From an optimization exercise on the open Yosys and OpenROAD flow, aimed at small area, a short achievable clock period and few clock cycles per item; shortcuts taken in it are not production practice.
The RTL was checked by simulation tests, not by an equivalence proof against the original design.

$ cat flow/config.mk
export PLATFORM = sky130hd
export DESIGN_NAME = srn_place
export DESIGN_NICKNAME = srn_place
export VERILOG_FILES = /design/flow/design.v
export SDC_FILE = /design/flow/constraint.sdc
export NUM_CORES = 4
export LEC_CHECK = 0
export CAP_MARGIN = 20
export CORE_MARGIN = 2
export CORE_UTILIZATION = 40
export SLEW_MARGIN = 20
$ cat flow/constraint.sdc
create_clock -name core_clock -period 12.0 [get_ports {clk}]
set_input_delay 2.4000 -clock core_clock [delete_from_list [all_inputs] [get_ports {clk}]]
set_output_delay 2.4000 -clock core_clock [all_outputs]
set_load 0.01 [all_outputs]
$ cat flow/run.sh
#!/bin/bash
# synth_recipe.tcl (not shown) runs the flow's synth.tcl, then flattens the netlist and writes it again
# the make line also repeats each setting of config.mk as NAME=value (left out here)
make -C /OpenROAD-flow-scripts/flow DESIGN_CONFIG=/design/flow/config.mk WORK_HOME=/design/flow/orfs CLKGATE_MAP_FILE= SYNTH_SCRIPT=/design/flow/synth_recipe.tcl finish
$ cat flow/design.v
module srn_sipround (
    input  wire [63:0] v0_i,
    input  wire [63:0] v1_i,
    input  wire [63:0] v2_i,
    input  wire [63:0] v3_i,
    output wire [63:0] v0_o,
    output wire [63:0] v1_o,
    output wire [63:0] v2_o,
    output wire [63:0] v3_o
);
    wire [63:0] a0 = v0_i + v1_i;
    wire [63:0] a1 = {v1_i[50:0], v1_i[63:51]} ^ a0;       
    wire [63:0] a0r = {a0[31:0], a0[63:32]};                
    wire [63:0] a2 = v2_i + v3_i;
    wire [63:0] a3 = {v3_i[47:0], v3_i[63:48]} ^ a2;       
    wire [63:0] b0 = a0r + a3;
    wire [63:0] b3 = {a3[42:0], a3[63:43]} ^ b0;           
    wire [63:0] b2 = a2 + a1;
    wire [63:0] b1 = {a1[46:0], a1[63:47]} ^ b2;           
    assign v0_o = b0;
    assign v1_o = b1;
    assign v2_o = {b2[31:0], b2[63:32]};                    
    assign v3_o = b3;
endmodule
module srn_place (
    input  wire         clk,
    input  wire         rst,           
    input  wire         key_load,      
    input  wire [127:0] key,           
    input  wire         req_valid,
    output wire         req_ready,
    input  wire [15:0]  req_frame,
    input  wire [8:0]   req_block,
    input  wire [7:0]   req_tweak,
    input  wire [5:0]   req_line,
    output wire         resp_valid,
    input  wire         resp_ready,
    output wire [5:0]   resp_chan
);
    localparam [63:0] C0 = 64'h736f6d6570736575;
    localparam [63:0] C1 = 64'h646f72616e646f6d;
    localparam [63:0] C2 = 64'h6c7967656e657261;
    localparam [63:0] C3 = 64'h7465646279746573;
    localparam [63:0] M1 = 64'h0800000000000000;
    localparam [1:0] S_IDLE = 2'd0,
                     S_RUN  = 2'd1,
                     S_DONE = 2'd2;
    reg  [1:0]   state;
    reg  [2:0]   rnd;
    reg  [127:0] kb;
    reg  [63:0]  m0;
    reg  [5:0]   line_r;
    reg  [5:0]   chan_r;
    reg  [63:0]  v0, v1, v2, v3;
    wire [63:0] k0 = kb[63:0];
    wire [63:0] k1 = kb[127:64];
    wire [63:0] req_m0 = {24'd0, req_tweak, 7'd0, req_block, req_frame};
    wire [63:0] r0, r1, r2, r3;
    srn_sipround u_round (
        .v0_i(v0), .v1_i(v1), .v2_i(v2), .v3_i(v3),
        .v0_o(r0), .v1_o(r1), .v2_o(r2), .v3_o(r3)
    );
    wire [63:0] h = r0 ^ r1 ^ r2 ^ r3;
    localparam [23:0] SB = {3'd2, 3'd5, 3'd3, 3'd0, 3'd7, 3'd1, 3'd4, 3'd6};
    reg [2:0] fl, fr, ft;
    integer r;
    always @(*) begin
        fl = line_r[5:3];
        fr = line_r[2:0];
        for (r = 0; r < 6; r = r + 1) begin
            ft = fl ^ SB[3*(fr ^ h[3*r +: 3]) +: 3];
            fl = fr;
            fr = ft;
        end
    end
    assign req_ready  = (state == S_IDLE);
    assign resp_valid = (state == S_DONE);
    assign resp_chan  = chan_r;
    always @(posedge clk) begin
        if (key_load)
            kb <= key;
    end
    always @(posedge clk) begin
        if (rst) begin
            state <= S_IDLE;
            rnd   <= 3'd0;
        end else begin
            case (state)
                S_IDLE: begin
                    if (req_valid) begin
                        m0     <= req_m0;
                        line_r <= req_line;
                        v0     <= k0 ^ C0;
                        v1     <= k1 ^ C1;
                        v2     <= k0 ^ C2;
                        v3     <= k1 ^ C3 ^ req_m0;
                        rnd    <= 3'd0;
                        state  <= S_RUN;
                    end
                end
                S_RUN: begin
                    v1  <= r1;
                    rnd <= rnd + 3'd1;
                    case (rnd)
                        3'd1: begin            
                            v0 <= r0 ^ m0;
                            v2 <= r2;
                            v3 <= r3 ^ M1;
                        end
                        3'd3: begin            
                            v0 <= r0 ^ M1;
                            v2 <= r2 ^ 64'h00000000000000ff;
                            v3 <= r3;
                        end
                        default: begin
                            v0 <= r0;
                            v2 <= r2;
                            v3 <= r3;
                        end
                    endcase
                    if (rnd == 3'd7) begin
                        chan_r <= {fl, fr};
                        state  <= S_DONE;
                    end
                end
                S_DONE: begin
                    if (resp_ready)
                        state <= S_IDLE;
                end
                default: state <= S_IDLE;
            endcase
        end
    end
endmodule
==> summary.txt <==
==> flip-flops by register name, summed over array words and instances (netlist names) <==
| name | cells |
|---|---|
| kb | 128 |
| v0 | 64 |
| v1 | 64 |
| v2 | 64 |
| v3 | 64 |
| m0 | 33 |
| chan_r | 6 |
| line_r | 6 |
| rnd | 3 |
| state | 2 |
==> placed cells by master (no fill, tap or decap), types with 9 or more instances in the layout <==
master | Yosys | routed
edfxtp_1 | 429 | 429
a21oi_1 | 327 | 327
nand2_1 | 324 | 324
xnor2_1 | 314 | 307
o21ai_0 | 271 | 269
xor2_1 | 270 | 265
ha_1 | 264 | 263
nor2_1 | 191 | 191
clkdlybuf4s50_1 | 0 | 178
buf_4 | 2 | 137
a21o_1 | 112 | 112
inv_1 | 96 | 96
clkbuf_16 | 0 | 53
nand3_1 | 52 | 52
nand2b_1 | 50 | 49
o21a_1 | 46 | 46
o21bai_1 | 44 | 44
nor3_1 | 36 | 34
a211oi_1 | 33 | 33
nor2b_1 | 29 | 27
o211ai_1 | 24 | 24
nand4_1 | 24 | 24
a31oi_1 | 21 | 20
a21boi_0 | 21 | 20
and3_1 | 18 | 18
mux2i_1 | 17 | 17
o31ai_1 | 16 | 16
nand4b_1 | 15 | 15
and2_1 | 14 | 14
o22ai_1 | 14 | 14
nor4_1 | 13 | 13
xnor2_2 | 6 | 13
and4_1 | 12 | 12
o21ai_1 | 8 | 10
or2_2 | 9 | 9
or3_1 | 9 | 9
mux2_2 | 9 | 9
clkinv_2 | 0 | 9
clkinv_1 | 0 | 9
==> cell type report <==
type	count	area share, %
Inverter	98	0.938
Clock buffer	61	3.46
Timing Repair Buffer	319	7.35
Tap cell	1080	3.45
Antenna cell	1	0.00638
Sequential cell	434	33.1
Clock inverter	36	0.916
Multi-Input combinational cell	2767	50.8
==> metal layers <==
| layer | vias up | GRT usage [%] |
|---|---|---|
| met5 | - | 0 |
| met4 | 2 | 24.4 |
| met3 | 317 | 7.48 |
| met2 | 1511 | 57.8 |
| met1 | 14500 | 52.2 |
| li1 | 13000 | - |
==> per-stage QoR <==
step / area, um2 / util [%]
2_1_floorplan: 33600 / -
3_3_place_gp: 37300 / 44.8
3_5_place_dp: 37400 / 44.8
4_1_cts: 39100 / 46.8
5_1_grt: 39200 / 47.0
6_report: 39200 / 47.0
==> synth_stat cells (8+ instances only) <==
library cell / number / share of area [%]
o22ai_1: 14 / 0.26
a31o_2: 8 / 0.21
buf_1: 9 / 0.10
o211ai_1: 24 / 0.54
mux2_2: 9 / 0.30
a21boi_0: 21 / 0.47
buf_2: 20 / 0.30
a31oi_1: 21 / 0.39
nor3_1: 36 / 0.54
mux2i_1: 17 / 0.51
nand3_1: 52 / 0.78
ha_1: 264 / 9.8
inv_1: 96 / 1.1
and3_1: 18 / 0.34
clkbuf_1: 75 / 0.84
a2111oi_0: 10 / 0.26
nand2b_1: 50 / 0.93
o21bai_1: 44 / 0.98
o31ai_1: 16 / 0.36
nand4_1: 24 / 0.45
nand2_1: 324 / 3.6
o31a_1: 8 / 0.21
nor4_1: 13 / 0.24
o21a_1: 46 / 1.0
a21o_1: 112 / 2.5
and4_1: 12 / 0.31
nand4b_1: 15 / 0.39
a21oi_1: 327 / 4.9
or2_2: 9 / 0.17
xnor2_1: 314 / 8.2
xor2_1: 270 / 7.0
and2_1: 14 / 0.26
edfxtp_1: 429 / 38
or3_1: 9 / 0.17
nor2b_1: 29 / 0.54
a211oi_1: 33 / 0.74
o21ai_1: 8 / 0.12
nor2_1: 191 / 2.1
o21ai_0: 271 / 4.0
==> logic make-up (layout without fill, tap and decap cells) <==
kind of cell	Yosys count	in the layout	share of synthesized area [%]
xor+xnor	613	613	17.1
other cells	0	1	0
compound gates	1037	1037	19.3
mux	28	28	0.895
simple gates	821	821	11.6
buf+inv	207	514	2.46
flops	434	434	38.7
fa+ha+maj	268	268	10.1
==> worst paths after layout <==
| path | from | endpoint |
|---|---|---|
| max | v1[0] | chan_r[2] |
| min | rnd[1] | rnd[1] |
| max reg2reg | v1[0] | chan_r[2] |
| min reg2reg | rnd[1] | rnd[1] |
==> critical path, delay by kind of cell, from the launching register on <==
kind                       cells  cell delay [ps]
buffers and inverters          3              270
AOI/OAI and AO/OA             12             2850
adders and majority gates      6             1860
xor gates and xnor gates      14             3570
DFF                            1              380
muxes                          2              490
and+or+nand+nor                8             1710
==> timing repair <==
| item | 4_1_cts | 5_1_grt |
|---|---|---|
| setup endpoints to repair | 0 | 3 |
| buffers inserted | 0 | 6 |
| gates resized for setup | 0 | 18 |
==> summary.txt <==
The flow ran to the end and the layout has no timing, DRC or antenna violations. The critical path startpoint category is a flop. The flip-flop and latch count after synthesis is 434, and the shortest period the worst path allows is 11380 ps.

The floorplan step defined a die boundary enclosing 86200 um2. For this run, the leading register cell type out of synthesis is edfxtp_1. Number of remaining DRC errors: 0. The register area share after synthesis was 38.7%. The die is 294 um wide. Synthesis instantiated 102 different standard cells from the library.

The tools report the kind of end point of the critical path as a flop. The worst-case reg-to-reg path depth is 45. The number of flops mapped to enable cells by yosys is 429, and the half-perimeter wire length of the detailed placement result is 145000 um. The run gives 83400 um2 as the core box area. The logs give 0 for the hold violation total from the final report and 135 for the maximum number of pins on one net before global-route repair. In the synthesized netlist, the number of instances is 3408. The run gives 28200 as the via count of the first global-routing pass. The number of buffers added on ports came out at 179. The number of violations of the max-capacitance limit is 0, and the worst hold margin is 518 ps. The tools report the number of fillers in the final layout as 8050. The final layout contains routed wiring with a total length of 170000 um. The total count of max-transition violations in the final report is 0. The reg2reg setup slack is 620 ps.

After routing, the total negative slack on setup checks comes to 0 ps. Between clock sinks in the finished design, the worst skew comes to 35.4 ps. The fraction of registers with async set or reset after synthesis was 0%. After floorplanning, the core was divided into 106 placement rows. The total I/O pin count is 180. The number of clock buffers added by TritonCTS is 52. The worst hold path belongs to the class reg2reg. Using the TritonRoute via totals, the vias-per-cell ratio works out to 6.12. In this run the worst path has a maximum fanout of 6.

For this run the aggregate overflow at the end of global routing stands at 0. The multi-input logic area came out at 19900 um2. The run gives 6 as the number of detailed-route iterations in the first pass. The post-route netlist has 8.59% of its cells at a drive strength greater than 1.

Detailed routing placed a total of 71200 um of wire on met2. The final RePlAce weighted congestion is 1.07, and the ratio of final minimum period to clock period is 94.8%. The met1 layer wirelength in the final routing was 70300 um; the critical path arrival was 11740 ps. The clock tree synthesis step divided the H-tree into 2 levels.

The mean instance size in the synthesized netlist works out to 9.85 um2. The run gives 12360 ps as the data required time of the worst path. The layout overhead on the synthesized area is 16.9%, and the maximum buffer depth of the clock tree is 3. The via count was 29400. Timing would allow up to 87.9 MHz.

Buffers inserted to repair hold after CTS numbered 0. The logs give 4112 for the number of nets in the final layout and 13000 um2 for the area taken by flip-flops and latches. The first global-routing pass estimated 229000 um of wire.

For this run, the slowest stage of the critical path takes 510 ps. The logs give 3852 for the number of violations reported at the end of detailed-routing iteration 0 and 15300 um for the total length of routed met3 wires.

Along the worst hold path, the cell count comes to 2. The mapped netlist covers 33600 um2. The finished layout holds 4796 standard cells, fillers aside.

Including well taps, the total number of placed cells is 4692. The number of antenna violations at the first check in global routing is 7. Counting every net in the synthesized netlist gives 3848. The die is 294 um tall. Number of warning messages in the yosys log: 1.

The clock drives 434 sinks. TritonCTS built the clock tree. The highest metal layer carrying signal wires in the routed design is met5.

The initial cell density of the core came out at 40.2%. Clock transition time at the flip-flop clock pins of the worst setup and hold paths: 60 ps. The final-report setup violation count came out at 0. Across all setup checks in the final design, the least slack found is 624 ps.

The detailed-route wire length per cell is 35.4 um. The tools report the buffer cell driving the clock tree root as clkbuf_16. On the critical path, the stage with the largest delay is an instance of o211ai_1. The tools report the setup slack at placement as 507 ps. The tools report the number of antenna-violating nets in the routed design as 0.

In this run the tightest slew margin relative to its limit is 12.6%. For the worst-skew pair, the clock arrives at the later sink with an insertion delay of 640 ps. The category of the most critical setup path was reg2reg. At the pin with the least slew margin, the transition time is 1310 ps. The global-route usage over all layers is 39.0%.
Testbench counts, summed over its fixed seeds: cycles 48,000, items 4,800.

port drivers added, routing unchanged:
Ports are ideal in the flow. The routed layout listed here was re-timed in OpenROAD. Step 1 assumes that a clkbuf_16 drives the clock port and a buf_2 every other input. Step 2, shift: input delay + t, output delay - t, t = (earliest + latest rising clock arrival at the registers) / 2. This alone moves slack from input paths to output paths. a / b / c = ideal ports / drivers / drivers and shift; a / b = the first two.
t, ns: 0.696
setup slack, ns: 0.624 / 0.624 / 0.624
worst setup path at the end: register to register
worst register clock-pin slew, ns: 0.08 / 0.08
worst data-port slew with drivers (ns): 0.10
After both steps setup and hold are still met in this run. For this run, drivers alone change the setup slack by 0.000 ns; drivers and shift together by 0.000 ns.
